This is an optimization exercise on Yosys and OpenROAD, whose aim is small area, a short achievable clock period and few clock cycles, not a production implementation. At most, simulation tests tie the RTL to the original design; equivalence was not proved. For run 1, only the layout was checked, not whether the RTL still works.

==> flow/design.v, too long to show whole: its modules and the start of the top module <==
// module fp32_add: 125 lines
// module fp32_mul: 698 lines
// module cc_pi: 125 lines
module cc_pi (
    input  wire        clk,
    input  wire        rst,           
    input  wire        in_valid,
    output wire        in_ready,
    input  wire [31:0] in_e,
    input  wire [31:0] in_ff,
    input  wire [31:0] in_r,          
    input  wire [31:0] in_kp,
    input  wire [31:0] in_kit,
    input  wire [31:0] in_lo,
    input  wire [31:0] in_hi,
    input  wire [31:0] in_i0,
    output reg         out_valid,
    output wire [31:0] out_y,
    output wire [31:0] out_i,
    output reg         out_held
);
  // ...
==> flow/flow/run.sh <==
#!/bin/bash
# Standard layout (the standard.sh, unchanged synthesis and steps), with
# repair_timing asked to aim for a larger setup slack than the clock needs,
# so that it shortens the critical paths. Constraints are the design's.
set -euo pipefail
MARGIN=${MARGIN:-$(cat flow/margin.txt)}
bash standard.sh finish SETUP_SLACK_MARGIN=$MARGIN > flow_make.log 2>&1
==> flow/flow/margin.txt <==
19
==> flow/standard.sh <==
#!/bin/bash
# synth_recipe.tcl (not shown) runs the flow's synth.tcl, then flattens the netlist and writes it again
# the make line also repeats each setting of config.mk as NAME=value (left out here)
make -C /OpenROAD-flow-scripts/flow DESIGN_CONFIG=/design/flow/config.mk WORK_HOME=/design/flow/orfs CLKGATE_MAP_FILE= SYNTH_SCRIPT=/design/flow/synth_recipe.tcl "${@:-finish}"
==> flow/config.mk <==
export PLATFORM = sky130hd
export DESIGN_NAME = cc_pi
export DESIGN_NICKNAME = cc_pi
export VERILOG_FILES = /design/flow/design.v
export SDC_FILE = /design/flow/constraint.sdc
export NUM_CORES = 4
export LEC_CHECK = 0
export ABC_AREA = 1
export CAP_MARGIN = 20
export CORE_MARGIN = 2
export CORE_UTILIZATION = 40
export SLEW_MARGIN = 20
==> flow/constraint.sdc <==
create_clock -name core_clock -period 30.0 [get_ports {clk}]
set_input_delay 6.0000 -clock core_clock [delete_from_list [all_inputs] [get_ports {clk}]]
set_output_delay 6.0000 -clock core_clock [all_outputs]
set_load 0.01 [all_outputs]
==> run notes, run 1 <==
- By count the netlist is led by nand2_1, inv_1, nand3_1, o21ai_0, nor2_1.
- The wire length on met2 is 85.2 mm.
- After synthesis, the share of flip-flops with an asynchronous set or reset is 0%.
- The instance count of the mapped netlist is 7,026.
- The max-capacitance violation count is 0.
- For this run, the slowest stage of the critical path takes 0.46 ns.
- The adder-cell area share of the yosys netlist is 18.1%.
- The combined area of all synthesized cells is 48,800 um2.
- At the end of routability-driven placement, the weighted congestion stood at 0.996.
- The routed length on met1 is 83.3 mm.
- The violation count after the first detailed-route iteration is 5,319.
- The number of antenna violations at the first check in global routing is 6.
- In the layout the commonest cells are nand2_1, inv_1, nand3_1.
- The clock tree synthesis step divided the H-tree into 2 levels.
- In this run, placement finished with an instance count of 8,710.
- The maximum number of buffers from clock root to sink is 3.
- The height of the die is 353 um.
- Entering global routing, the biggest net connects 74 pins.
- The end point of the critical path is y_r[1].
- The portion of the layout cell area used by clock cells is 3.41%.
- The non-clock buffer contribution to total cell area is 8.69%.
- The mean cell area of the mapped netlist is 6.94 um2.
- The total overflow left after global routing is 0.
- The wire length on met3 is 19.0 mm.
- Yosys printed 3 warnings.
- In this run the tool buffered the top-level ports with 325 buffer cells.
- The number of buffers added for setup after CTS is 43.
- The flow ran to the end and the layout has no timing, DRC or antenna violations.
- The ratio of routed vias to standard cells is 5.62.
- Cells fill 47.8% of the core in the end.
- The total area of multi-input combinational cells is 34,200 um2.
- The repair_antennas step left the layout with diodes totalling 1.
- The prevailing post-synth register cell is dfxtp_1.
==> module cc_pi, before the edit <==
module cc_pi (
    input  wire        clk,
    input  wire        rst,           
    input  wire        in_valid,
    output wire        in_ready,
    input  wire [31:0] in_e,
    input  wire [31:0] in_ff,
    input  wire [31:0] in_r,          
    input  wire [31:0] in_kp,
    input  wire [31:0] in_kit,
    input  wire [31:0] in_lo,
    input  wire [31:0] in_hi,
    input  wire [31:0] in_i0,
    output reg         out_valid,
    output wire [31:0] out_y,
    output wire [31:0] out_i,
    output reg         out_held
);
    function [31:0] flush(input [31:0] x);
        flush = (x[30:23] == 8'h00) ? {x[31], 31'd0} : x;
    endfunction
    function is_nan(input [31:0] x);
        is_nan = (x[30:23] == 8'hff) && (x[22:0] != 0);
    endfunction
    function is_fin(input [31:0] x);
        is_fin = (x[30:23] != 8'hff);
    endfunction
    function lt(input [31:0] a, input [31:0] b);
        if (is_nan(a) || is_nan(b))                  lt = 1'b0;
        else if (a[30:0] == 0 && b[30:0] == 0)       lt = 1'b0;
        else if (a[31] != b[31])                     lt = a[31];
        else if (!a[31])                             lt = a[30:0] < b[30:0];
        else                                         lt = a[30:0] > b[30:0];
    endfunction
    reg        rdy;
    reg [31:0] e, kp, ma, ff1, lo1, hi1, i01;
    reg        r1, n1;
    wire       acc_in = in_valid && rdy;
    wire       r_true = !in_r[31] && (in_r[30:23] >= 8'h7e) &&
                        !((in_r[30:23] == 8'hff) && (in_r[22:0] != 0));
    wire       nan_in = is_nan(in_e) || is_nan(in_ff);
    wire       short  = r_true || nan_in;
    always @(posedge clk) begin
        if (rdy) begin
            e   <= in_e;
            kp  <= in_kp;
            ff1 <= in_ff;
            lo1 <= in_lo;
            hi1 <= in_hi;
        end
        ma  <= vA ? kp : in_kit;
        i01 <= in_i0;
        r1  <= r_true;
        n1  <= nan_in;
    end
    reg  vA, vB, vC, vD;        
    reg  sA;                    
    reg  rD;                    
    reg  hD;                    
    reg  negD, posD, crossD;    
    reg  [31:0] m, acc, inew, st_i, y_r;
    reg  [31:0] lo2, hi2;
    wire [31:0] mr, ar;
    fp32_mul u_mul (.a(ma), .b(e), .y(mr));
    fp32_add u_add (.a(acc), .b(m), .y(ar));
    wire gt_hi = lt(hi2, ar);
    wire lt_lo = lt(ar, lo2);
    wire fin_n = is_fin(inew);
    wire live  = vD && !hD;
    wire tk_g  = rD || negD;                  
    wire tk_l  = rD || posD;                  
    wire upd_g = live && (fin_n || !tk_g);    
    wire upd_l = live && (fin_n || !tk_l);
    wire upd_e = live && fin_n;
    wire [31:0] hsel = (rD && crossD) ? lo2 : hi2;
    wire [31:0] y_g  = upd_g ? hsel : y_r;
    wire [31:0] y_l  = upd_l ? lo2 : y_r;
    wire [31:0] i_g  = (upd_g && tk_g) ? inew : st_i;
    wire [31:0] i_l  = (upd_l && tk_l) ? inew : st_i;
    wire [31:0] i_e  = upd_e ? inew : st_i;
    wire [31:0] y_nx = gt_hi ? y_g : (lt_lo ? y_l : (upd_e ? ar : y_r));
    wire [31:0] i_nx = gt_hi ? i_g : (lt_lo ? i_l : i_e);
    wire        keep = gt_hi ? !upd_g : (lt_lo ? !upd_l : !upd_e);
    always @(posedge clk) begin
        if (rst) begin
            rdy       <= 1'b1;
            vA        <= 1'b0;
            sA        <= 1'b0;
            vB        <= 1'b0;
            vC        <= 1'b0;
            vD        <= 1'b0;
            st_i      <= 32'h00000000;
            y_r       <= 32'h00000000;
            out_valid <= 1'b0;
            out_held  <= 1'b0;
        end else begin
            rdy <= !(acc_in && !short) && !vA;
            vA  <= acc_in && !short;
            sA  <= acc_in && short;
            vB  <= vA;
            vC  <= vB;
            vD  <= vC || sA;
            out_valid <= vD;
            out_held  <= keep;
            st_i      <= i_nx;
            y_r       <= y_nx;
        end
    end
    wire ld_d = vC || sA;
    always @(posedge clk) begin
        m      <= ld_d ? flush(ff1) : mr;
        acc    <= vA ? i_nx : (sA ? flush(i01) : ar);
        inew   <= sA ? flush(i01) : acc;
        rD     <= sA && r1;
        hD     <= sA && !r1;
        negD   <= e[31] && (e[30:23] != 8'h00);
        posD   <= !e[31] && (e[30:23] != 8'h00);
        crossD <= lt(flush(hi1), flush(lo1));
        lo2    <= flush(lo1);
        hi2    <= flush(hi1);
    end
    assign in_ready = rdy;
    assign out_y    = y_r;
    assign out_i    = st_i;
endmodule
==> inputs of run 2 (changes only) <==
--- a/flow/design.v
+++ b/flow/design.v
@@ -867,9 +867,9 @@
         if (rdy) begin
             e   <= in_e;
-            kp  <= in_kp;
             ff1 <= in_ff;
             lo1 <= in_lo;
             hi1 <= in_hi;
         end
+        kp  <= in_kp;
         ma  <= vA ? kp : in_kit;
         i01 <= in_i0;
==> flow/flow/margin.txt (replaced) <==
20
==> run notes, run 2 <==
- Run status: timing/DRC/antenna clean (unchanged).
- The number of detailed-route iterations in the first pass is 7 (was 8).
- The tightest slew margin relative to the limit came to 18.3% (was 14.6%).
- The clock tree from TritonCTS was done (unchanged).
- The most frequent cell after synthesis is nand2_1 (unchanged).
- Highest-count cells in the layout ignoring fill and taps: nand2_1, inv_1, nand3_1 (unchanged).
- The portion of the clock cycle consumed by the worst path in the final layout was 34.1% (was 35.2%).
- The mean cell area of the mapped netlist is 6.90 um2 (was 6.94 um2).
- The weighted congestion at the end of routability-driven global placement is 1.03 (was 0.996).
- The die span in x was 353 um (about the same).
- The final setup violation count is 0 (unchanged).
- The routed wirelength normalized by instance count is 23.8 um (was 22.1 um).
- Setup repair after global routing missed its margin: yes (unchanged).
- The latest clock arrival within the worst-skew pair is 0.68 ns (about the same).
- The combined area of all synthesized cells is 48,700 um2 (was 48,800 um2).
- The residual overflow from global routing was 0 (unchanged).
- The number of antenna violations at the first check in global routing is 9 (was 6).
- The maximum fanout along the worst path is 32 (was 27).
- The deepest level of the CTS H-tree is 2 (unchanged).
- The max-slew violation count is 0 (unchanged).
- The signal arrival time at the worst endpoint is 10.82 ns (was 11.15 ns).
- The TritonCTS sink count was 462 (unchanged).
- The post-layout minimum cycle time came to 10.24 ns (was 10.57 ns).
- The simple-gate share of the synthesized area came to 28.1% (was 27.0%).
- The slew at the pin closest to its max-slew limit is 1.21 ns (was 1.25 ns).
- The remaining number of nets flagged by the antenna check after routing came to 0 (unchanged).
- The number of hold buffers added after CTS is 0 (unchanged).
- The number of buffer and inverter instances along the worst setup path is 15 (was 9).
- The cell with the largest stage delay on the worst path is o21ai_0 (was o211ai_1).
- The all-layer global routing usage is 32.8% (was 30.3%).
- The root buffer cell was clkbuf_16 (unchanged).
- The parity-gate share of the synthesized area counting xor and xnor cells came to 8.26% (was 8.06%).
- The total negative slack for setup checks is 0 ns (unchanged).
- The share of final-layout standard cells stronger than drive strength 1 was 16.4% (was 9.17%).
- The number of synthesized flops with an enable pin is 128 (was 160).
- Top area cells in the synthesized netlist: dfxtp_1, nand2_1, fa_1 (was nand2_1, dfxtp_1, fa_1).
- The violation count after the first detailed-route iteration was 6,399 (was 5,319).
- The height of the die came to 353 um (about the same).
- The adder-cell area share of the yosys netlist is 18.1% (about the same).
- The count of cell types in the netlist is 69 (was 73).
- The detailed placer's ending HPWL is 156 mm (was 150 mm).
- The final routed wirelength across all metal layers came to 217 mm (was 198 mm).
- The initial core utilization came to 40.4% (was 40.2%).
- The cell occurring most often along the worst timing path is nand2_1 (unchanged).
- The post-route DRC violation count was 0 (unchanged).
- The maximum cell stage delay along the critical path is 0.86 ns (was 0.46 ns).
- The maximum clock frequency was 97.7 MHz (was 94.6 MHz).
- The prevailing post-synth register cell is dfxtp_1 (unchanged).
- The maximum number of buffers from clock root to sink is 3 (unchanged).
- The hold violation total from the final report is 0 (unchanged).
- The fraction of the mapped netlist area in compound gates is 13.4% (was 13.9%).
- The clock slew at the register clock pins of the worst setup and hold paths is 0.07 ns (about the same).
- The sequential area share after synthesis is 21.6% (was 22.3%).
- The final worst slack is 19.76 ns (was 19.43 ns).
- The flip-flop and latch count after synthesis is 462 (unchanged).
- The post-synth net total was 7,870 (was 7,840).
- The minimum hold slack is 0.389 ns (was 0.379 ns).
- The kind of capture point of the worst setup path is a flip-flop (unchanged).
- The area of placed instances was 53,100 um2 (was 53,200 um2).
- The worst setup slack after placement was 15.96 ns (was 14.88 ns).
- The area share of the largest cell type after synthesis is 13.7% (was 12.6%).
- The number of input and output port buffers inserted is 325 (unchanged).
- The die footprint is 124,000 um2 (was 125,000 um2).
- The largest net degree at the start of global routing is 76 (was 74).
- The post-synthesis async set-or-reset flop share is 0% (unchanged).
- The relative area change from synthesis to final layout was 28.2% (was 19.0%).
- The ratio of routed vias to standard cells is 5.82 (was 5.62).
- The post-route clock skew came to 0.0401 ns (was 0.0742 ns).
- The critical path data required time was 30.58 ns (was 30.57 ns).
- The via total after detailed routing is 53.2k (was 50.3k).
- The first-pass GRT wire length is 314 mm (was 294 mm).
- The combinational family with the most area after synthesis is simple AND/OR/NAND/NOR gates (unchanged).
- The cell area after layout is 62,400 um2 (was 58,000 um2).
- The number of warnings reported in the yosys synthesis log was 3 (unchanged).
- Top post-synthesis cells by count: nand2_1, inv_1, nand3_1, nor2_1, o21ai_0 (was nand2_1, inv_1, nand3_1, o21ai_0, nor2_1).
- The placeable core region is 120,000 um2 (was 121,000 um2).
- The type of the setup path with the least slack is reg2reg (unchanged).
- The via count of the first global-routing pass is 50.0k (was 47.6k).
- The max-capacitance violation count is 0 (unchanged).
- The type of the most critical hold path is reg2reg (unchanged).
- The instance count of the mapped netlist is 7,056 (was 7,026).
- The cell type group with the largest total delay on the critical path is simple AND/OR/NAND/NOR gates (unchanged).
- The number of core rows is 127 (was 128).
- The leading cell type in the layout, fill and taps excluded is nand2_1 (unchanged).
- The largest area contributor in the synthesized netlist is dfxtp_1 (was nand2_1).
- The total CTS buffers is 51 (was 54).
- The I/O pin total is 326 (unchanged).
- The launching element type of the critical path is a flip-flop (unchanged).
- The total number of nets in the final design is 8,287 (was 8,093).
- The mux cell area share after synthesis is 0.0823% (was 0.123%).
[run 2: final timing paths]
path              startpoint      end  slack, ns  cells past startpoint
setup / recovery      acc[4]  y_r[21]      19.76                     66
hold / removal            vB       vC       0.39                      2
setup reg to reg      acc[4]  y_r[21]      19.76                     66
hold reg to reg           vB       vC       0.39                      2
[run 2: kinds of logic (layout without fill, tap and decap cells)]
group	Yosys count	in the layout
buffers and inverters	1286	1730
xor gates and xnor gates	455	455
AOI/OAI and AO/OA	1152	1153
muxes	4	4
and+or+nand+nor	3142	3157
other	0	3
adders and majority gates	555	555
DFF	462	462
[run 2: layer usage]
metal  track usage [%]  vias to the layer above  wire length (um)
li1                  -                    24081                 -
met1              45.1                    25213             88900
met2              48.8                     3202             90200
met3              8.21                      671             26400
met4              13.7                       10             11500
met5                 0                        -                88
[run 2: cell type report]
class | count | area [um2]
Multi-Input combinational cell | 5324 | 37100
Sequential cell | 462 | 10600
Antenna cell | 3 | 7.51
Timing Repair Buffer | 682 | 7130
Tap cell | 1612 | 2020
Timing Repair inverter | 5 | 36.3
Clock inverter | 34 | 418
Clock buffer | 62 | 1350
Inverter | 947 | 3700
Fill cell | 11709 | 57900
[run 2: worst min-delay path: cells and delay by family, from the launching register on]
family / cells / cell delay (ns)
DFF: 1 / 0.30
buffers and inverters: 1 / 0.04
and+or+nand+nor: 1 / 0.03
[run 2: what timing repair did]
item / 4_1_cts / 5_1_grt
endpoints found under the hold margin: 0 / 0
cloned: 41 / 17
setup endpoints to repair: 128 / 128
pin swaps: 98 / 209
setup buffers: 162 / 69
resized for setup: 528 / 541
[run 2: stage by stage]
step	instances	util (%)
3_3_place_gp	8743	44.2
2_1_floorplan	7056	-
4_1_cts	9042	49.1
6_report	9131	51.9
3_5_place_dp	8743	44.2
5_1_grt	9130	51.9
Testbench counts of run 2, summed over its fixed seeds: cycles 9,352.
==> inputs of run 3 (changes only) <==
==> flow/flow/margin.txt (replaced) <==
19
==> run notes, run 3 <==
- The number of antenna violations at the first check in global routing is 12 (was 9).
- The most frequent cell after synthesis is nand2_1 (unchanged).
- The final setup violation count came to 0 (unchanged).
- The maximum clock frequency is 93.4 MHz (was 97.7 MHz).
- Setup repair after global routing missed its margin: no (was yes).
- The number of instances in the placed design is 8,748 (was 8,743).
- The post-synthesis async set-or-reset flop share is 0% (unchanged).
- Highest-count cells in the layout ignoring fill and taps: nand2_1, inv_1, nand3_1 (unchanged).
- The detailed placer's ending HPWL is 160 mm (was 156 mm).
- The placeable core region is 120,000 um2 (unchanged).
- The share of final-layout standard cells stronger than drive strength 1 came to 9.24% (was 16.4%).
- The launching element type of the critical path is a flip-flop (unchanged).
- The maximum cell stage delay along the critical path is 0.45 ns (was 0.86 ns).
- The tightest slew margin relative to the limit was 6.82% (was 18.3%).
- The post-route clock skew is 0.0462 ns (was 0.0401 ns).
- The remaining number of nets flagged by the antenna check after routing is 0 (unchanged).
- The latest clock arrival within the worst-skew pair was 0.70 ns (was 0.68 ns).
- The type of the setup path with the least slack was reg2reg (unchanged).
- The clock tree from TritonCTS is done (unchanged).
- The capturing point of the worst reg2reg path is acc[5] (was y_r[21]).
- The die footprint is 124,000 um2 (unchanged).
- The final worst slack is 19.29 ns (was 19.76 ns).
- The hold violation total from the final report is 0 (unchanged).
- The number of synthesized flops with an enable pin is 128 (unchanged).
- The total CTS buffers is 56 (was 51).
- The instance count of the mapped netlist came to 7,056 (unchanged).
- The final routed wirelength across all metal layers is 214 mm (was 217 mm).
- The TritonCTS sink count came to 462 (unchanged).
- The first-pass GRT wire length is 310 mm (was 314 mm).
- The origin of the worst min-delay path is vB (unchanged).
- The sequential area share after synthesis is 21.6% (unchanged).
- The weighted congestion at the end of routability-driven global placement was 1.02 (was 1.03).
- The relative area change from synthesis to final layout is 19.3% (was 28.2%).
- The via total after detailed routing is 51.7k (was 53.2k).
- The routed wirelength normalized by instance count is 23.8 um (about the same).
- The number of detailed-route iterations in the first pass came to 9 (was 7).
- The all-layer global routing usage is 32.7% (was 32.8%).
- The critical path data required time is 30.61 ns (was 30.58 ns).
- The die span in x was 353 um (unchanged).
- Top post-synthesis cells by count: nand2_1, inv_1, nand3_1, nor2_1, o21ai_0 (unchanged).
- The total negative slack for setup checks came to 0 ns (unchanged).
- The max-slew violation count is 0 (unchanged).
- The signal arrival time at the worst endpoint is 11.32 ns (was 10.82 ns).
- The deepest level of the CTS H-tree came to 2 (unchanged).
- The mean cell area of the mapped netlist is 6.90 um2 (unchanged).
- The ratio of routed vias to standard cells was 5.74 (was 5.82).
- The prevailing post-synth register cell is dfxtp_1 (unchanged).
- The combined area of all synthesized cells was 48,700 um2 (unchanged).
- The number of core rows is 127 (unchanged).
- The slew at the pin closest to its max-slew limit is 1.39 ns (was 1.21 ns).
- The number of non-filler instances in the completed layout is 8,995 (was 9,131).
- Top area cells in the synthesized netlist: dfxtp_1, nand2_1, fa_1 (unchanged).
- The height of the die is 353 um (unchanged).
- The total number of nets in the final design is 8,146 (was 8,287).
- The root buffer cell is clkbuf_16 (unchanged).
- The number of warnings reported in the yosys synthesis log came to 3 (unchanged).
- Run status: timing/DRC/antenna clean (unchanged).
- The number of hold buffers added after CTS is 0 (unchanged).
- The flip-flop and latch count after synthesis is 462 (unchanged).
- The post-layout minimum cycle time is 10.71 ns (was 10.24 ns).
- The number of input and output port buffers inserted was 325 (unchanged).
- The clock slew at the register clock pins of the worst setup and hold paths is 0.07 ns (about the same).
- The leading cell type in the layout, fill and taps excluded is nand2_1 (unchanged).
- The worst flop-to-flop path startpoint is acc[15] (was acc[4]).
- The area share of the largest cell type after synthesis is 13.7% (unchanged).
- The largest area contributor in the synthesized netlist was dfxtp_1 (unchanged).
- The cell depth of the worst min-delay path was 2 (unchanged).
- The violation count after the first detailed-route iteration is 6,288 (was 6,399).
- The post-route DRC violation count is 0 (unchanged).
- The kind of capture point of the worst setup path is a flip-flop (unchanged).
- The worst setup slack after placement is 15.38 ns (was 15.96 ns).
- The count of cell types in the netlist is 69 (unchanged).
- The post-synth net total is 7,870 (unchanged).
- The via count of the first global-routing pass is 47.8k (was 50.0k).
- The maximum fanout along the worst path is 13 (was 32).
- The worst reg-to-reg path cell count was 66 (unchanged).
- The core utilization of the finished layout came to 48.3% (was 51.9%).
- The initial core utilization is 40.4% (unchanged).
- The I/O pin total came to 326 (unchanged).
- The residual overflow from global routing is 0 (unchanged).
- The cell occurring most often along the worst timing path is nand2_1 (unchanged).
- The cell with the largest stage delay on the worst path is dfxtp_1 (was o21ai_0).
- The type of the most critical hold path is reg2reg (unchanged).
- The largest net degree at the start of global routing is 74 (was 76).
- The max-capacitance violation count came to 0 (unchanged).
- The setup slack of the most critical reg-to-reg path is 19.29 ns (was 19.76 ns).
- The maximum number of buffers from clock root to sink came to 3 (unchanged).
- The portion of the clock cycle consumed by the worst path in the final layout is 35.7% (was 34.1%).
- The endpoint of the worst hold-timing path is vC (unchanged).
## run 3: cell counts after synthesis
No cell type changed its count.
## run 3: worst max-delay path by stage
stage / startpoint / end / slack [ns]
floorplan: m[25] / y_r[10] / 19.82
CTS: acc[22] / y_r[12] / 19.00
global placement: m[23] / acc[5] / 15.42
global route: acc[21] / acc[5] / 18.88
finish: acc[15] / acc[5] / 19.29
detailed placement: m[23] / acc[2] / 15.38
## run 3: layout make-up
cell class	instances	area, um2
multi-input cells	5320	34400
repair buffers	542	5390
repair inverters	3	20.0
clock buffers	70	1610
clock inverters	35	478
fillers	12147	62200
inverters	947	3600
flip-flops and latches	462	10600
well taps	1612	2020
diodes	4	10.0
## run 3: cell families after synthesis
group / count (synthesis) / synth area share [%]
DFF: 462 / 21.6
AOI/OAI and AO/OA: 1152 / 13.4
buffers and inverters: 1286 / 10.4
adders and majority gates: 555 / 18.1
and+or+nand+nor: 3142 / 28.1
muxes: 4 / 0.0823
xor gates and xnor gates: 455 / 8.26
## run 3: critical path: cells and delay by family (launching register included)
kind                     cells  cell delay (ns)
AND/OR/NAND/NOR             34             3.91
AO/OA/AOI/OAI               15             2.87
buffers and inverters       11             1.75
adder cells (fa/ha/maj)      4             1.23
flip-flops                   1             0.45
XOR/XNOR                     2             0.38
## run 3: timing repair
item                                    CTS  global route
endpoints found under the setup margin  128           128
setup buffers                            29            79
pin swaps                                19            58
gates resized for setup                 150           234
gates cloned                             18            12
## run 3: stage by stage
stage	area (um2)	hold slack, ns
CTS	56300	0.395
global route	58000	0.412
detailed placement	53200	0.388
floorplan	48700	0.348
finish	58100	0.391
global placement	53200	0.383
## run 3: metal layers
layer  share of wire [%]  vias up  GRT usage (%)
met2                  42     3017           48.7
met1                  42    24359           45.8
li1                    -    23789              -
met5               0.041        -              0
met3                  12      484           7.66
met4                 4.4       14           12.1
==> inputs of run 4 (changes only) <==
==> flow/flow/margin.txt (replaced) <==
21
--- a/flow/config.mk
+++ b/flow/config.mk
@@ -11,2 +11,3 @@
 export CORE_UTILIZATION = 40
 export SLEW_MARGIN = 20
+export TNS_END_PERCENT = 0
==> run notes, run 4 <==
- Run status: timing/DRC/antenna clean (unchanged).
- The post-synthesis async set-or-reset flop share is 0% (unchanged).
- The weighted congestion at the end of routability-driven global placement is 1.04 (was 1.02).
- The worst flop-to-flop path startpoint is acc[14] (was acc[15]).
- Top area cells in the synthesized netlist: dfxtp_1, nand2_1, fa_1 (unchanged).
- The TritonCTS sink count is 462 (unchanged).
- The remaining number of nets flagged by the antenna check after routing is 0 (unchanged).
- The post-layout minimum cycle time was 10.20 ns (was 10.71 ns).
- The number of warnings reported in the yosys synthesis log is 3 (unchanged).
- The cell occurring most often along the worst timing path is nand2_2 (was nand2_1).
- The tightest slew margin relative to the limit is 22.8% (was 6.82%).
- The slew at the pin closest to its max-slew limit is 1.15 ns (was 1.39 ns).
- The prevailing post-synth register cell is dfxtp_1 (unchanged).
- The leading cell type in the layout, fill and taps excluded is nand2_1 (unchanged).
- The share of final-layout standard cells stronger than drive strength 1 was 12.3% (was 9.24%).
- The ratio of routed vias to standard cells is 5.77 (was 5.74).
- The height of the die was 353 um (unchanged).
- The number of input and output port buffers inserted is 325 (unchanged).
- The number of core rows is 127 (unchanged).
- The post-route clock skew is 0.0586 ns (was 0.0462 ns).
- The all-layer global routing usage is 33.1% (was 32.7%).
- The combined area of all synthesized cells was 48,700 um2 (unchanged).
- The flip-flop and latch count after synthesis is 462 (unchanged).
- The initial core utilization is 40.4% (unchanged).
- The final setup violation count is 0 (unchanged).
- The capturing point of the worst reg2reg path is acc[4] (was acc[5]).
- The number of synthesized flops with an enable pin was 128 (unchanged).
- The residual overflow from global routing was 0 (unchanged).
- The portion of the clock cycle consumed by the worst path in the final layout is 34.0% (was 35.7%).
- The relative area change from synthesis to final layout is 22.1% (was 19.3%).
- The origin of the worst min-delay path is lo1[30] (was vB).
- Highest-count cells in the layout ignoring fill and taps: nand2_1, inv_1, nand3_1 (unchanged).
- The deepest level of the CTS H-tree came to 2 (unchanged).
- The mean cell area of the mapped netlist was 6.90 um2 (unchanged).
- The cell depth of the worst min-delay path is 0 (was 2).
- The minimum hold slack is 0.351 ns (was 0.391 ns).
- The area of placed instances is 53,300 um2 (was 53,200 um2).
- The number of inserted filler cells in the final layout is 12.0k (was 12.1k).
- The kind of capture point of the worst setup path is a flip-flop (unchanged).
- The endpoint of the worst hold-timing path is lo2[30] (was vC).
- The post-route DRC violation count is 0 (unchanged).
- The worst reg-to-reg path cell count was 72 (was 66).
- The number of detailed-route iterations in the first pass was 8 (was 9).
- The type of the most critical hold path is reg2reg (unchanged).
- The max-capacitance violation count came to 0 (unchanged).
- The largest net degree at the start of global routing is 74 (unchanged).
- The clock tree from TritonCTS is done (unchanged).
- The worst setup slack after placement is 15.51 ns (was 15.38 ns).
- The wire length on met2 was 88.2 mm (was 89.2 mm).
- The routed length on met1 is 88.9 mm (was 90.3 mm).
- The I/O pin total came to 326 (unchanged).
- The cell area after layout is 59,400 um2 (was 58,100 um2).
- The most frequent cell after synthesis was nand2_1 (unchanged).
- The total number of nets in the final design came to 8,222 (was 8,146).
- The wire length on met3 is 23.6 mm (was 25.0 mm).
- The maximum clock frequency was 98.1 MHz (was 93.4 MHz).
- The via count of the first global-routing pass is 50.0k (was 47.8k).
- The hold violation total from the final report is 0 (unchanged).
- Top post-synthesis cells by count: nand2_1, inv_1, nand3_1, nor2_1, o21ai_0 (unchanged).
- The maximum number of buffers from clock root to sink is 3 (unchanged).
- The root buffer cell is clkbuf_16 (unchanged).
- The maximum fanout along the worst path is 7 (was 13).
- The total CTS buffers is 52 (was 56).
- The largest area contributor in the synthesized netlist is dfxtp_1 (unchanged).
- The number of antenna violations at the first check in global routing is 14 (was 12).
- The die footprint is 124,000 um2 (unchanged).
- The final routed wirelength across all metal layers was 213 mm (was 214 mm).
- The cell with the largest stage delay on the worst path is dfxtp_2 (was dfxtp_1).
- The sequential cell area is 10,600 um2 (about the same).
- The via total after detailed routing is 52.3k (was 51.7k).
- The latest clock arrival within the worst-skew pair is 0.70 ns (about the same).
- The maximum cell stage delay along the critical path is 0.35 ns (was 0.45 ns).
- The instance count of the mapped netlist came to 7,056 (unchanged).
- The final worst slack was 19.80 ns (was 19.29 ns).
- The clock slew at the register clock pins of the worst setup and hold paths was 0.07 ns (about the same).
- Setup repair after global routing missed its margin: yes (was no).
- The placeable core region is 120,000 um2 (unchanged).
- The routed wirelength normalized by instance count is 23.5 um (was 23.8 um).
- The launching element type of the critical path is a flip-flop (unchanged).
- The die span in x was 353 um (unchanged).
- The type of the setup path with the least slack is reg2reg (unchanged).
- The total area of multi-input combinational cells came to 35,500 um2 (was 34,400 um2).
- The setup slack of the most critical reg-to-reg path came to 19.80 ns (was 19.29 ns).
- The number of hold buffers added after CTS is 0 (unchanged).
- The timing startpoint of the critical path is acc[14] (was acc[15]).
- The critical path data required time came to 30.51 ns (was 30.61 ns).
- The post-synth net total is 7,870 (unchanged).
- The count of cell types in the netlist is 69 (unchanged).
- The violation count after the first detailed-route iteration came to 6,085 (was 6,288).
- The area share of the largest cell type after synthesis is 13.7% (unchanged).
- The first-pass GRT wire length is 316 mm (was 310 mm).
- The signal arrival time at the worst endpoint is 10.71 ns (was 11.32 ns).
- The sequential area share after synthesis is 21.6% (unchanged).
- The detailed placer's ending HPWL is 158 mm (was 160 mm).
- The total negative slack for setup checks is 0 ns (unchanged).
- The top routing layer in use is met5 (unchanged).
- The max-slew violation count is 0 (unchanged).
run 4: cell counts after synthesis:
Identical to the previous run, type by type.
run 4: worst max-delay path by stage:
stage	to	slack, ns	cells past startpoint
2_1_floorplan	y_r[10]	20.69	71
3_5_place_dp	acc[1]	15.51	65
4_1_cts	y_r[26]	20.34	72
5_1_grt	y_r[8]	19.35	71
3_3_place_gp	acc[1]	15.44	65
6_report	acc[4]	19.80	72
run 4: timing repair:
action                     4_1_cts  5_1_grt
setup endpoints to repair      128      128
gates cloned                    42        1
buffers inserted               168       13
gates resized for setup        514       53
pin swaps                      133       28
run 4: layout make-up:
cell class              instances  area share (%)
multi-input cells            5340            59.7
flip-flops and latches        462            17.8
repair buffers                601            9.87
inverters                     947            6.12
well taps                    1612            3.39
clock buffers                  65            2.44
clock inverters                33           0.571
repair inverters                4          0.0442
diodes                          2         0.00842
run 4: kinds of logic (layout without fill, tap and decap cells):
kind of cell | after synthesis | in the layout | share of synthesized area, %
adders and majority gates | 555 | 555 | 18.1
buffers and inverters | 1286 | 1650 | 10.4
and+or+nand+nor | 3142 | 3173 | 28.1
muxes | 4 | 4 | 0.0823
AOI/OAI and AO/OA | 1152 | 1153 | 13.4
other | 0 | 2 | 0
xor gates and xnor gates | 455 | 455 | 8.26
DFF | 462 | 462 | 21.6
run 4: worst max-delay path: cells and delay by family, from the launching register on:
family                   cells  cell delay (ns)
adder cells (fa/ha/maj)      4             1.04
buffers and inverters       13             1.43
AO/OA/AOI/OAI               18             3.34
AND/OR/NAND/NOR             35             3.54
XOR/XNOR                     2             0.31
flip-flops                   1             0.35
run 4: layer usage:
| layer | vias up | track usage, % |
|---|---|---|
| li1 | 23933 | - |
| met1 | 24841 | 45.0 |
| met2 | 2913 | 49.0 |
| met3 | 632 | 8.29 |
| met4 | 28 | 15.3 |
| met5 | - | 0.604 |
run 4: per-stage QoR:
step / utilization [%] / cells
6_report: 49.4 / 9066
5_1_grt: 49.4 / 9064
4_1_cts: 49.1 / 9050
3_5_place_dp: 44.3 / 8742
3_3_place_gp: 44.3 / 8741
2_1_floorplan: - / 7056
==> inputs of run 5 (changes only) <==
==> flow/flow/margin.txt (replaced) <==
22
==> run notes, run 5 <==
- The prevailing post-synth register cell is dfxtp_1 (unchanged).
- Run status: timing/DRC/antenna clean (unchanged).
- The weighted congestion at the end of routability-driven global placement was 1.04 (unchanged).
- The post-route DRC violation count is 0 (unchanged).
- The residual overflow from global routing is 0 (unchanged).
- The number of synthesized flops with an enable pin is 128 (unchanged).
- The max-capacitance violation count is 0 (unchanged).
- The via count of the first global-routing pass was 50.0k (unchanged).
- The most frequent cell after synthesis is nand2_1 (unchanged).
- The die span in x is 353 um (unchanged).
- The die footprint is 124,000 um2 (unchanged).
- The total number of nets in the final design is 8,222 (unchanged).
- The all-layer global routing usage is 33.1% (unchanged).
- The worst reg-to-reg path cell count is 72 (unchanged).
- The number of instances in the placed design is 8,742 (unchanged).
- The area share of the largest cell type after synthesis was 13.7% (unchanged).
- The launching element type of the critical path is a flip-flop (unchanged).
- The number of hold buffers added after CTS was 0 (unchanged).
- The relative area change from synthesis to final layout is 22.1% (unchanged).
- The final routed wirelength across all metal layers came to 213 mm (unchanged).
- The number of warnings reported in the yosys synthesis log is 3 (unchanged).
- The post-synth net total is 7,870 (unchanged).
- The TritonCTS sink count is 462 (unchanged).
- The number of antenna violations at the first check in global routing is 14 (unchanged).
- The leading cell type in the layout, fill and taps excluded is nand2_1 (unchanged).
- The cell depth of the worst min-delay path is 0 (unchanged).
- The total CTS buffers is 52 (unchanged).
- The total area of multi-input combinational cells is 35,500 um2 (unchanged).
- The placeable core region is 120,000 um2 (unchanged).
- The total negative slack for setup checks is 0 ns (unchanged).
- The latest clock arrival within the worst-skew pair was 0.70 ns (about the same).
- The sequential cell area is 10,600 um2 (unchanged).
- The max-slew violation count is 0 (unchanged).
- The count of cell types in the netlist is 69 (unchanged).
- The instance count of the mapped netlist is 7,056 (unchanged).
- The clock tree from TritonCTS was done (unchanged).
- The minimum hold slack is 0.351 ns (unchanged).
- The hold violation total from the final report is 0 (unchanged).
- The post-synthesis async set-or-reset flop share was 0% (unchanged).
- The type of the setup path with the least slack is reg2reg (unchanged).
- The maximum clock frequency is 98.1 MHz (unchanged).
- The deepest level of the CTS H-tree is 2 (unchanged).
- The clock slew at the register clock pins of the worst setup and hold paths is 0.07 ns (about the same).
- The initial core utilization was 40.4% (unchanged).
- The kind of capture point of the worst setup path is a flip-flop (unchanged).
- The final setup violation count is 0 (unchanged).
- The cell occurring most often along the worst timing path was nand2_2 (unchanged).
- The largest net degree at the start of global routing was 74 (unchanged).
- The ratio of routed vias to standard cells is 5.77 (unchanged).
- The number of detailed-route iterations in the first pass was 8 (unchanged).
- The post-layout minimum cycle time is 10.20 ns (unchanged).
- The number of input and output port buffers inserted is 325 (unchanged).
- The slew at the pin closest to its max-slew limit was 1.15 ns (unchanged).
- The root buffer cell is clkbuf_16 (unchanged).
- The via total after detailed routing was 52.3k (unchanged).
- The sequential area share after synthesis is 21.6% (unchanged).
- The I/O pin total came to 326 (unchanged).
- The portion of the clock cycle consumed by the worst path in the final layout came to 34.0% (unchanged).
- Setup repair after global routing missed its margin: yes (unchanged).
- The combined area of all synthesized cells is 48,700 um2 (unchanged).
- The tightest slew margin relative to the limit came to 22.8% (unchanged).
- The number of core rows is 127 (unchanged).
- The flip-flop and latch count after synthesis came to 462 (unchanged).
- Top area cells in the synthesized netlist: dfxtp_1, nand2_1, fa_1 (unchanged).
- The detailed placer's ending HPWL is 158 mm (unchanged).
- The worst setup slack after placement is 15.51 ns (unchanged).
- The final worst slack is 19.80 ns (unchanged).
- The mean cell area of the mapped netlist was 6.90 um2 (unchanged).
- The signal arrival time at the worst endpoint is 10.71 ns (about the same).
- The maximum cell stage delay along the critical path was 0.35 ns (about the same).
- The type of the most critical hold path is reg2reg (unchanged).
- The maximum fanout along the worst path is 7 (unchanged).
- The violation count after the first detailed-route iteration is 6,085 (unchanged).
- The area of placed instances came to 53,300 um2 (unchanged).
- The largest area contributor in the synthesized netlist is dfxtp_1 (unchanged).
- Top post-synthesis cells by count: nand2_1, inv_1, nand3_1, nor2_1, o21ai_0 (unchanged).
- Highest-count cells in the layout ignoring fill and taps: nand2_1, inv_1, nand3_1 (unchanged).
- The routed wirelength normalized by instance count is 23.5 um (unchanged).
- The number of inserted filler cells in the final layout is 12.0k (unchanged).
- The cell area after layout is 59,400 um2 (unchanged).
- The remaining number of nets flagged by the antenna check after routing was 0 (unchanged).
- The height of the die is 353 um (unchanged).
- The critical path data required time is 30.51 ns (about the same).
- The number of non-filler instances in the completed layout is 9,066 (unchanged).
- The post-route clock skew is 0.0586 ns (unchanged).
- The share of final-layout standard cells stronger than drive strength 1 is 12.3% (unchanged).
- The first-pass GRT wire length is 316 mm (unchanged).
- The maximum number of buffers from clock root to sink is 3 (unchanged).
- The cell with the largest stage delay on the worst path is dfxtp_2 (unchanged).
==> run 5: cell counts in the layout (fill, tap and decap cells not counted) <==
No cell type changed its count.
==> run 5: critical path: cells and delay by family (launching register included) <==
family | cells | cell delay [ns]
AO/OA/AOI/OAI | 18 | 3.34
flip-flops | 1 | 0.35
buffers and inverters | 13 | 1.43
AND/OR/NAND/NOR | 35 | 3.54
XOR/XNOR | 2 | 0.31
adder cells (fa/ha/maj) | 4 | 1.04
==> run 5: final timing paths <==
kind	startpoint	slack [ns]	endpoint
setup / recovery	acc[14]	19.80	acc[4]
hold / removal	lo1[30]	0.35	lo2[30]
setup reg to reg	acc[14]	19.80	acc[4]
hold reg to reg	lo1[30]	0.35	lo2[30]
==> run 5: layer usage <==
metal	routed length (um)	global-route usage (%)	part of all wire (%)	vias to the layer above
li1	-	-	-	23933
met1	88900	45.0	42	24841
met2	88200	49.0	41	2913
met3	23600	8.29	11	632
met4	11800	15.3	5.6	28
met5	282	0.604	0.13	-
==> run 5: cell families (layout without fill, tap and decap cells) <==
family          count (synthesis)  after routing  synth area share, %
compound gates               1152           1153                 13.4
other cells                     0              2                    0
buf+inv                      1286           1650                 10.4
simple gates                 3142           3173                 28.1
xor+xnor                      455            455                 8.26
flops                         462            462                 21.6
fa+ha+maj                     555            555                 18.1
mux                             4              4               0.0823
==> run 5: per-stage QoR <==
| step | util (%) |
|---|---|
| detailed placement | 44.3 |
| finish | 49.4 |
| global route | 49.4 |
| global placement | 44.3 |
| CTS | 49.1 |
| floorplan | - |
==> run 5: timing repair <==
| action | in CTS | in global routing |
|---|---|---|
| gates resized for setup | 514 | 53 |
| setup endpoints to repair | 131 | 132 |
| buffers inserted | 168 | 13 |
| gates cloned | 42 | 1 |
| pin swaps | 133 | 28 |
==> run 5: final cells by class <==
class                      instances  area share, %
timing repair inverter             4         0.0442
antenna                            2        0.00842
inverter                         947           6.12
timing repair buffer             601           9.87
clock buffer                      65           2.44
multi-input combinational       5340           59.7
clock inverter                    33          0.571
sequential                       462           17.8
tap                             1612           3.39
==> inputs of run 6 (changes only) <==
==> flow/flow/margin.txt (replaced) <==
20
--- a/flow/config.mk
+++ b/flow/config.mk
@@ -7,4 +7,5 @@
 export LEC_CHECK = 0
 export ABC_AREA = 1
+export ABC_CLOCK_PERIOD_IN_PS = 10000
 export CAP_MARGIN = 20
 export CORE_MARGIN = 2
==> run notes, run 6 <==
- The tightest slew margin relative to the limit came to 19.3% (was 22.8%).
- The final setup violation count is 0 (unchanged).
- The final routed wirelength across all metal layers is 207 mm (was 213 mm).
- The signal arrival time at the worst endpoint was 10.94 ns (was 10.71 ns).
- The most frequent cell after synthesis is nand2_1 (unchanged).
- The final worst slack is 19.68 ns (was 19.80 ns).
- The initial core utilization is 40.4% (unchanged).
- The remaining number of nets flagged by the antenna check after routing is 0 (unchanged).
- The type of the most critical hold path is reg2reg (unchanged).
- The launching element type of the critical path was a flip-flop (unchanged).
- The number of warnings reported in the yosys synthesis log is 3 (unchanged).
- The post-route clock skew was 0.0336 ns (was 0.0586 ns).
- The number of buffer and inverter instances along the worst setup path is 12 (was 13).
- The endpoint of the worst hold-timing path is vC (was lo2[30]).
- The violation count after the first detailed-route iteration is 6,149 (was 6,085).
- The portion of the clock cycle consumed by the worst path in the final layout is 34.4% (was 34.0%).
- The mean cell area of the mapped netlist is 6.90 um2 (unchanged).
- The root buffer cell is clkbuf_16 (unchanged).
- The flip-flop and latch count after synthesis is 462 (unchanged).
- The minimum hold slack came to 0.394 ns (was 0.351 ns).
- The number of core rows is 127 (unchanged).
- The I/O pin total came to 326 (unchanged).
- The slew at the pin closest to its max-slew limit is 1.20 ns (was 1.15 ns).
- The capturing point of the worst reg2reg path is y_r[8] (was acc[4]).
- The worst flop-to-flop path startpoint is acc[12] (was acc[14]).
- The via total after detailed routing is 51.6k (was 52.3k).
- Highest-count cells in the layout ignoring fill and taps: nand2_1, inv_1, nand3_1 (unchanged).
- The total number of nets in the final design is 8,162 (was 8,222).
- The relative area change from synthesis to final layout came to 19.5% (was 22.1%).
- The ratio of routed vias to standard cells is 5.73 (was 5.77).
- The deepest level of the CTS H-tree was 2 (unchanged).
- The post-layout minimum cycle time is 10.32 ns (was 10.20 ns).
- The hold violation total from the final report is 0 (unchanged).
- The combined area of all synthesized cells was 48,700 um2 (unchanged).
- The post-synth net total is 7,870 (unchanged).
- The worst reg-to-reg path cell count is 65 (was 72).
- The number of input and output port buffers inserted was 325 (unchanged).
- The cell type group with the largest total delay on the critical path is simple AND/OR/NAND/NOR gates (unchanged).
- The area share of the largest cell type after synthesis is 13.7% (unchanged).
- The weighted congestion at the end of routability-driven global placement is 1.03 (was 1.04).
- The total CTS buffers is 51 (was 52).
- The prevailing post-synth register cell was dfxtp_1 (unchanged).
- The maximum fanout along the worst path was 20 (was 7).
- The instance count of the mapped netlist was 7,056 (unchanged).
- Top area cells in the synthesized netlist: dfxtp_1, nand2_1, fa_1 (unchanged).
- The max-slew violation count is 0 (unchanged).
- The largest net degree at the start of global routing is 76 (was 74).
- The worst setup slack after placement is 15.96 ns (was 15.51 ns).
- The via count of the first global-routing pass is 49.3k (was 50.0k).
- The origin of the worst min-delay path is vB (was lo1[30]).
- The leading cell type in the layout, fill and taps excluded is nand2_1 (unchanged).
- The height of the die came to 353 um (unchanged).
- The post-synthesis async set-or-reset flop share is 0% (unchanged).
- The setup slack of the most critical reg-to-reg path came to 19.68 ns (was 19.80 ns).
- The maximum clock frequency is 96.9 MHz (was 98.1 MHz).
- The TritonCTS sink count came to 462 (unchanged).
- The kind of capture point of the worst setup path was a flip-flop (unchanged).
- The maximum cell stage delay along the critical path is 0.94 ns (was 0.35 ns).
- Run status: timing/DRC/antenna clean (unchanged).
- The total negative slack for setup checks is 0 ns (unchanged).
- The latest clock arrival within the worst-skew pair is 0.67 ns (was 0.70 ns).
- The die footprint came to 124,000 um2 (unchanged).
- The residual overflow from global routing was 0 (unchanged).
- The max-capacitance violation count came to 0 (unchanged).
- The first-pass GRT wire length is 308 mm (was 316 mm).
- The number of antenna violations at the first check in global routing is 7 (was 14).
- The cell occurring most often along the worst timing path is nand2_1 (was nand2_2).
- The critical path data required time is 30.61 ns (was 30.51 ns).
- Top post-synthesis cells by count: nand2_1, inv_1, nand3_1, nor2_1, o21ai_0 (unchanged).
- The routed wirelength normalized by instance count is 23.0 um (was 23.5 um).
- The type of the setup path with the least slack is reg2reg (unchanged).
- The all-layer global routing usage was 32.2% (was 33.1%).
- The sequential area share after synthesis was 21.6% (unchanged).
- The detailed placer's ending HPWL is 156 mm (was 158 mm).
- The cell with the largest stage delay on the worst path is o21ai_0 (was dfxtp_2).
- The clock slew at the register clock pins of the worst setup and hold paths was 0.07 ns (about the same).
- The maximum number of buffers from clock root to sink is 3 (unchanged).
- The placeable core region is 120,000 um2 (unchanged).
- The clock tree from TritonCTS was done (unchanged).
- The post-route DRC violation count is 0 (unchanged).
- Setup repair after global routing missed its margin: yes (unchanged).
- The number of synthesized flops with an enable pin came to 128 (unchanged).
- The largest area contributor in the synthesized netlist is dfxtp_1 (unchanged).
- The number of inserted filler cells in the final layout is 12.2k (was 12.0k).
- The number of detailed-route iterations in the first pass is 8 (unchanged).
- The share of final-layout standard cells stronger than drive strength 1 is 9.93% (was 12.3%).
- The die span in x is 353 um (unchanged).
- The count of cell types in the netlist is 69 (unchanged).
- The cell depth of the worst min-delay path is 2 (was 0).
-- run 6: changes by cell type in the layout (fill, tap and decap cells not counted), sizes merged --
cell      delta
clkinvlp     +3
a21oi        -1
clkinv       -2
bufbuf       +1
nand3        -5
bufinv       +2
o21ai        +1
nand2        -9
nor2         -4
clkbuf       -4
inv          -4
buf         -39
-- run 6: per-stage QoR --
stage               utilization (%)  cells  cell area [um2]
CTS                            47.9   8983            57700
global placement               44.2   8743            53100
detailed placement             44.2   8743            53100
global route                   48.3   9004            58100
floorplan                         -   7056            48700
finish                         48.3   9005            58100
-- run 6: routing by layer --
layer	part of all wire (%)	vias to the layer above	global-route usage, %
met3	11	502	8.10
met4	4.6	6	13.1
met2	42	2835	47.9
li1	-	23790	-
met5	0.017	-	0
met1	42	24498	44.2
-- run 6: layout make-up --
cell class | instances | area, um2 | share of cell area [%]
Antenna cell | 2 | 5.00 | 0.00861
Sequential cell | 462 | 10600 | 18.2
Clock inverter | 34 | 418 | 0.719
Clock buffer | 62 | 1350 | 2.32
Inverter | 947 | 3640 | 6.27
Multi-Input combinational cell | 5322 | 34500 | 59.4
Tap cell | 1612 | 2020 | 3.47
Timing Repair inverter | 2 | 15.0 | 0.0258
Timing Repair Buffer | 562 | 5580 | 9.60
-- run 6: worst register-to-register path: cells and delay by family (launching register included) --
kind / cells / cell delay [ns]
compound gates: 14 / 3.13
xor+xnor: 2 / 0.33
fa+ha+maj: 4 / 1.33
buf+inv: 12 / 1.65
flops: 1 / 0.38
simple gates: 33 / 3.46
-- run 6: worst max path at each step --
stage / cells past startpoint / end / start / slack [ns]
after floorplan: 72 / y_r[10] / m[25] / 20.05
after global placement: 66 / acc[6] / m[23] / 15.97
after detailed placement: 67 / acc[0] / m[23] / 15.96
after CTS: 74 / y_r[18] / acc[20] / 19.79
after global routing: 70 / acc[23] / acc[18] / 19.11
final: 65 / y_r[8] / acc[12] / 19.68
-- run 6: repair_timing --
item | CTS | global route
gates cloned | 24 | 2
resized for setup | 349 | 85
hold buffers | 0 | 0
pin swaps | 64 | 30
setup buffers | 120 | 18
setup endpoints to repair | 128 | 128
-- run 6: logic make-up after synthesis --
| family | share of synthesized area [%] |
|---|---|
| AND/OR/NAND/NOR | 28.1 |
| AO/OA/AOI/OAI | 13.4 |
| multiplexers | 0.0823 |
| XOR/XNOR | 8.26 |
| flip-flops | 21.6 |
| adder cells (fa/ha/maj) | 18.1 |
| buffers and inverters | 10.4 |
==> inputs of run 7 (changes only) <==
--- a/flow/config.mk
+++ b/flow/config.mk
@@ -7,8 +7,8 @@
 export LEC_CHECK = 0
 export ABC_AREA = 1
-export ABC_CLOCK_PERIOD_IN_PS = 10000
 export CAP_MARGIN = 20
 export CORE_MARGIN = 2
 export CORE_UTILIZATION = 40
+export PLACE_DENSITY = 0.72
 export SLEW_MARGIN = 20
 export TNS_END_PERCENT = 0
==> run notes, run 7 <==
- Run status: timing/DRC/antenna clean (unchanged).
- The combined area of all synthesized cells was 48,700 um2 (unchanged).
- The mean cell area of the mapped netlist was 6.90 um2 (unchanged).
- The leading cell type in the layout, fill and taps excluded was nand2_1 (unchanged).
- The type of the most critical hold path was reg2reg (unchanged).
- The post-layout minimum cycle time came to 10.22 ns (was 10.32 ns).
- The signal arrival time at the worst endpoint is 10.82 ns (was 10.94 ns).
- The launching element type of the critical path is a flip-flop (unchanged).
- The all-layer global routing usage is 31.7% (was 32.2%).
- The tightest slew margin relative to the limit was 18.6% (was 19.3%).
- The post-synth net total is 7,870 (unchanged).
- The first-pass GRT wire length was 307 mm (was 308 mm).
- The root buffer cell was clkbuf_16 (unchanged).
- The height of the die is 353 um (unchanged).
- The minimum hold slack is 0.424 ns (was 0.394 ns).
- The number of detailed-route iterations in the first pass is 9 (was 8).
- The weighted congestion at the end of routability-driven global placement is 1.03 (about the same).
- The number of synthesized flops with an enable pin is 128 (unchanged).
- Top post-synthesis cells by count: nand2_1, inv_1, nand3_1, nor2_1, o21ai_0 (unchanged).
- The kind of capture point of the worst setup path is a flip-flop (unchanged).
- The post-route DRC violation count is 0 (unchanged).
- The placeable core region is 120,000 um2 (unchanged).
- The final setup violation count came to 0 (unchanged).
- The TritonCTS sink count is 462 (unchanged).
- The largest area contributor in the synthesized netlist is dfxtp_1 (unchanged).
- The die footprint is 124,000 um2 (unchanged).
- The most frequent cell after synthesis is nand2_1 (unchanged).
- The endpoint of the worst hold-timing path was ma[5] (was vC).
- The total CTS buffers is 50 (was 51).
- The clock slew at the register clock pins of the worst setup and hold paths is 0.07 ns (about the same).
- The core utilization of the finished layout is 49.6% (was 48.3%).
- Setup repair after global routing missed its margin: yes (unchanged).
- The total number of nets in the final design was 8,220 (was 8,162).
- The max-slew violation count came to 0 (unchanged).
- The flip-flop and latch count after synthesis came to 462 (unchanged).
- Highest-count cells in the layout ignoring fill and taps: nand2_1, inv_1, nand3_1 (unchanged).
- Top area cells in the synthesized netlist: dfxtp_1, nand2_1, fa_1 (unchanged).
- The share of final-layout standard cells stronger than drive strength 1 is 13.0% (was 9.93%).
- The instance count of the mapped netlist is 7,056 (unchanged).
- The latest clock arrival within the worst-skew pair came to 0.67 ns (about the same).
- The cell with the largest stage delay on the worst path is ha_1 (was o21ai_0).
- The sequential area share after synthesis is 21.6% (unchanged).
- The routed wirelength normalized by instance count is 23.0 um (about the same).
- The remaining number of nets flagged by the antenna check after routing is 0 (unchanged).
- The origin of the worst min-delay path is kp[5] (was vB).
- The clock tree from TritonCTS is done (unchanged).
- The capturing point of the worst reg2reg path is acc[21] (was y_r[8]).
- The relative area change from synthesis to final layout came to 22.6% (was 19.5%).
- The setup slack of the most critical reg-to-reg path is 19.78 ns (was 19.68 ns).
- The via count of the first global-routing pass is 49.8k (was 49.3k).
- The count of cell types in the netlist was 69 (unchanged).
- The number of non-filler instances in the completed layout is 9,061 (was 9,005).
- The post-route clock skew is 0.0614 ns (was 0.0336 ns).
- The maximum number of buffers from clock root to sink was 3 (unchanged).
- The detailed placer's ending HPWL came to 153 mm (was 156 mm).
- The critical path data required time is 30.60 ns (was 30.61 ns).
- The max-capacitance violation count came to 0 (unchanged).
- The deepest level of the CTS H-tree is 2 (unchanged).
- The initial core utilization is 40.4% (unchanged).
- The cell depth of the worst min-delay path came to 2 (unchanged).
- The number of warnings reported in the yosys synthesis log is 3 (unchanged).
- The cell occurring most often along the worst timing path is nand2_1 (unchanged).
- The via total after detailed routing is 53.3k (was 51.6k).
- The prevailing post-synth register cell is dfxtp_1 (unchanged).
- The final routed wirelength across all metal layers is 208 mm (was 207 mm).
- The violation count after the first detailed-route iteration came to 6,835 (was 6,149).
- The number of core rows is 127 (unchanged).
- The number of instances in the placed design came to 8,724 (was 8,743).
- The hold violation total from the final report is 0 (unchanged).
- The timing startpoint of the critical path is acc[7] (was acc[12]).
- The worst reg-to-reg path cell count is 63 (was 65).
- The worst flop-to-flop path startpoint is acc[7] (was acc[12]).
- The die span in x is 353 um (unchanged).
- The maximum fanout along the worst path came to 22 (was 20).
- The I/O pin total came to 326 (unchanged).
- The maximum cell stage delay along the critical path is 0.48 ns (was 0.94 ns).
- The type of the setup path with the least slack was reg2reg (unchanged).
- The residual overflow from global routing is 0 (unchanged).
- The largest net degree at the start of global routing was 74 (was 76).
- The slew at the pin closest to its max-slew limit is 1.22 ns (was 1.20 ns).
- The number of antenna violations at the first check in global routing is 4 (was 7).
- The maximum clock frequency is 97.9 MHz (was 96.9 MHz).
- The ratio of routed vias to standard cells is 5.88 (was 5.73).
- The number of input and output port buffers inserted is 325 (unchanged).
- The total negative slack for setup checks is 0 ns (unchanged).
- The post-synthesis async set-or-reset flop share came to 0% (unchanged).
- The area share of the largest cell type after synthesis came to 13.7% (unchanged).
- The portion of the clock cycle consumed by the worst path in the final layout was 34.1% (was 34.4%).
-- run 7: cell counts after synthesis --
No cell type changed its count.
-- run 7: logic make-up (layout without fill, tap and decap cells) --
family / count (synthesis) / in the layout / synth area share [%]
XOR/XNOR: 455 / 455 / 8.26
other: 0 / 1 / 0
AND/OR/NAND/NOR: 3142 / 3167 / 28.1
AO/OA/AOI/OAI: 1152 / 1153 / 13.4
flip-flops: 462 / 462 / 21.6
buffers and inverters: 1286 / 1652 / 10.4
multiplexers: 4 / 4 / 0.0823
adder cells (fa/ha/maj): 555 / 555 / 18.1
-- run 7: worst max-delay path by stage --
stage | end | depth (start not counted)
final | acc[21] | 63
after global routing | y_r[23] | 71
after CTS | acc[4] | 70
after detailed placement | y_r[23] | 62
after global placement | y_r[3] | 62
after floorplan | y_r[10] | 72
-- run 7: routing by layer --
layer | GRT usage [%] | vias to the layer above | wire (um)
li1 | - | 23921 | -
met1 | 41.4 | 24860 | 79900
met2 | 49.1 | 3708 | 89400
met3 | 7.32 | 780 | 25500
met4 | 16.1 | 8 | 13400
met5 | 0 | - | 119
-- run 7: layout make-up --
class	count	area, um2
clock buffer	64	1440
clock inverter	30	357
multi-input combinational	5334	35500
sequential	462	10600
timing repair inverter	8	52.6
tap	1612	2020
timing repair buffer	603	5910
fill	11593	60600
inverter	947	3690
antenna	1	2.50
-- run 7: timing repair --
action	4_1_cts	5_1_grt
pin swaps	105	86
gates resized for setup	455	223
setup endpoints to repair	128	128
hold buffers	0	0
setup buffers	142	57
cloned	36	7
-- run 7: metrics by stage --
step,worst slack (ns),cell area [um2]
6_report,19.78,59600
4_1_cts,19.99,58200
2_1_floorplan,20.05,48700
3_3_place_gp,15.69,53000
3_5_place_dp,15.62,53000
5_1_grt,19.42,59600
-- run 7: critical path, delay by kind of cell, from the launching register on --
kind / cells / cell delay [ns]
compound gates: 14 / 2.69
xor+xnor: 2 / 0.41
fa+ha+maj: 4 / 1.18
buf+inv: 7 / 1.07
flops: 1 / 0.44
simple gates: 36 / 4.29
==> inputs of run 8 (changes only) <==
==> flow/flow/margin.txt (replaced) <==
19
--- a/flow/config.mk
+++ b/flow/config.mk
@@ -9,6 +9,5 @@
 export CAP_MARGIN = 20
 export CORE_MARGIN = 2
-export CORE_UTILIZATION = 40
-export PLACE_DENSITY = 0.72
+export CORE_UTILIZATION = 55
+export PLACE_DENSITY = 0.7
 export SLEW_MARGIN = 20
-export TNS_END_PERCENT = 0
==> run notes, run 8 <==
- Run status: timing/DRC/antenna clean (unchanged).
- The largest area contributor in the synthesized netlist is dfxtp_1 (unchanged).
- The weighted congestion at the end of routability-driven global placement was 1.10 (was 1.03).
- The number of warnings reported in the yosys synthesis log is 3 (unchanged).
- The post-layout minimum cycle time was 10.73 ns (was 10.22 ns).
- The maximum cell stage delay along the critical path was 0.55 ns (was 0.48 ns).
- Top area cells in the synthesized netlist: dfxtp_1, nand2_1, fa_1 (unchanged).
- The violation count after the first detailed-route iteration came to 6,403 (was 6,835).
- The worst flop-to-flop path startpoint was acc[1] (was acc[7]).
- The number of antenna violations at the first check in global routing is 6 (was 4).
- The remaining number of nets flagged by the antenna check after routing is 0 (unchanged).
- The portion of the clock cycle consumed by the worst path in the final layout is 35.8% (was 34.1%).
- The leading cell type in the layout, fill and taps excluded is nand2_1 (unchanged).
- The max-slew violation count was 0 (unchanged).
- The I/O pin total is 326 (unchanged).
- The cell area after layout is 57,000 um2 (was 59,600 um2).
- The via total after detailed routing is 52.2k (was 53.3k).
- The logic depth of the worst setup path including buffers came to 65 (was 63).
- The post-route clock skew came to 0.0625 ns (was 0.0614 ns).
- The post-route DRC violation count is 0 (unchanged).
- The number of hold buffers added after CTS is 0 (unchanged).
- The deepest level of the CTS H-tree is 2 (unchanged).
- The launching element type of the critical path is a flip-flop (unchanged).
- The flip-flop and latch count after synthesis is 462 (unchanged).
- The maximum fanout along the worst path is 13 (was 22).
- The capturing point of the worst reg2reg path is acc[26] (was acc[21]).
- The routed wirelength normalized by instance count is 23.1 um (was 23.0 um).
- The post-synth net total was 7,870 (unchanged).
- The via count of the first global-routing pass is 48.4k (was 49.8k).
- The final setup violation count is 0 (unchanged).
- The number of detailed-route iterations in the first pass is 7 (was 9).
- The tightest slew margin relative to the limit is 10.6% (was 18.6%).
- The slew at the pin closest to its max-slew limit is 1.34 ns (was 1.22 ns).
- The worst reg-to-reg path cell count is 65 (was 63).
- The total negative slack for setup checks is 0 ns (unchanged).
- The prevailing post-synth register cell is dfxtp_1 (unchanged).
- The instance count of the mapped netlist is 7,056 (unchanged).
- The area share of the largest cell type after synthesis is 13.7% (unchanged).
- The post-synthesis async set-or-reset flop share is 0% (unchanged).
- The cell occurring most often along the worst timing path is nand2_1 (unchanged).
- The signal arrival time at the worst endpoint came to 11.22 ns (was 10.82 ns).
- The end point of the critical path was acc[26] (was acc[21]).
- The core utilization of the finished layout is 64.8% (was 49.6%).
- The combined area of all synthesized cells is 48,700 um2 (unchanged).
- The max-capacitance violation count is 0 (unchanged).
- The clock slew at the register clock pins of the worst setup and hold paths is 0.06 ns (was 0.07 ns).
- The total CTS buffers is 51 (was 50).
- The latest clock arrival within the worst-skew pair is 0.68 ns (was 0.67 ns).
- The cell type group with the largest total delay on the critical path is simple AND/OR/NAND/NOR gates (unchanged).
- The share of final-layout standard cells stronger than drive strength 1 came to 8.68% (was 13.0%).
- The initial core utilization is 55.3% (was 40.4%).
- The root buffer cell is clkbuf_16 (unchanged).
- The all-layer global routing usage is 41.6% (was 31.7%).
- The final routed wirelength across all metal layers is 197 mm (was 208 mm).
- The setup slack of the most critical reg-to-reg path is 19.27 ns (was 19.78 ns).
- The maximum number of buffers from clock root to sink is 3 (unchanged).
- The placeable core region is 88,000 um2 (was 120,000 um2).
- The timing startpoint of the critical path was acc[1] (was acc[7]).
- The kind of capture point of the worst setup path is a flip-flop (unchanged).
- The clock tree from TritonCTS is done (unchanged).
- Setup repair after global routing missed its margin: no (was yes).
- The die span in x is 301 um (was 353 um).
- The total number of nets in the final design came to 8,147 (was 8,220).
- The detailed placer's ending HPWL is 146 mm (was 153 mm).
- The largest net degree at the start of global routing is 74 (unchanged).
- The type of the setup path with the least slack was reg2reg (unchanged).
- The sequential area share after synthesis is 21.6% (unchanged).
- Top post-synthesis cells by count: nand2_1, inv_1, nand3_1, nor2_1, o21ai_0 (unchanged).
-- run 8: changes by cell type in the layout (fill, tap and decap cells not counted), sizes merged --
| cell | change |
|---|---|
| bufbuf | +1 |
| clkinv | -1 |
| inv | +1 |
| nor2 | -3 |
| diode | +4 |
| clkbuf | +7 |
| nand3 | -3 |
| buf | -70 |
| bufinv | +3 |
| clkinvlp | -9 |
-- run 8: timing repair --
item                                    CTS  global route
resized for setup                       113           208
endpoints found under the setup margin  128           128
gates cloned                             23            16
endpoints found under the hold margin     0             0
buffers inserted                         30            88
pin swaps                                18            46
-- run 8: cells by family after synthesis --
logic type | Yosys count | share of synthesized area, %
mux | 4 | 0.0823
buf+inv | 1286 | 10.4
simple gates | 3142 | 28.1
xor+xnor | 455 | 8.26
flops | 462 | 21.6
compound gates | 1152 | 13.4
fa+ha+maj | 555 | 18.1
-- run 8: how the worst min path moves through the flow --
stage / from / slack (ns) / to / cells past startpoint
after floorplan: hi1[31] / 0.35 / hi2[31] / 0
after global placement: lo1[25] / 0.38 / lo2[25] / 0
after detailed placement: hi1[31] / 0.39 / hi2[31] / 0
after CTS: hi1[31] / 0.40 / hi2[31] / 0
after global routing: hi1[31] / 0.42 / hi2[31] / 0
final: kp[19] / 0.41 / ma[19] / 2
-- run 8: metal layers --
metal / global-route usage (%) / up-vias / wire length (um)
met3: 10.4 / 746 / 25200
met5: 0 / - / 84
met1: 53.9 / 24117 / 73700
met2: 63.3 / 3606 / 84400
li1: - / 23740 / -
met4: 23.7 / 8 / 13800
-- run 8: stage by stage --
step / setup slack (ns) / cells
floorplan: 19.82 / 7056
global placement: 15.60 / 8286
detailed placement: 15.69 / 8287
CTS: 19.01 / 8434
global route: 18.89 / 8541
finish: 19.27 / 8544
-- run 8: final cells by class --
cell class,count,area (um2)
clock inverter,26,363
antenna,5,12.5
timing repair buffer,537,5220
fill,8034,31000
inverter,947,3610
clock buffer,68,1470
multi-input combinational,5328,34300
tap,1165,1460
timing repair inverter,6,40.0
sequential,462,10600
-- run 8: worst min-delay path, cell delays in order (launching register included) --
cell and delay [ns]:
dfxtp_1 0.30, nand2_1 0.05, nand2_1 0.05

-- what the ideal ports hide --
How much do the figures lean on ideal ports? The routed layouts below were timed once more, with nothing changed but the port constraints.
Step 1 assumes that a clkbuf_16 drives the clock port and a buf_2 every other input.
Step 2 moves the port delays by t, midway between the first and last clock arrival at a register: inputs arrive t later, outputs are due t later. That takes back most of the time a late clock gives input paths.
Slacks: no drivers / after step 1 / after step 2; pairs: no drivers / after step 1.
run	t, ns	setup slack, ns	worst register clock-pin slew, ns
run 1	0.708	19.426 / 19.426 / 19.426	0.07 / 0.07
run 2	0.737	19.764 / 19.764 / 19.764	0.07 / 0.07
run 3	0.760	19.290 / 19.290 / 19.290	0.08 / 0.08
run 4	0.745	19.804 / 19.804 / 19.804	0.07 / 0.07
run 5	0.745	19.804 / 19.804 / 19.804	0.07 / 0.07
run 6	0.736	19.676 / 19.676 / 19.676	0.07 / 0.07
run 7	0.720	19.781 / 19.781 / 19.781	0.10 / 0.10
run 8	0.724	19.274 / 19.274 / 19.274	0.10 / 0.10
After both steps setup and hold are still met in every run listed.
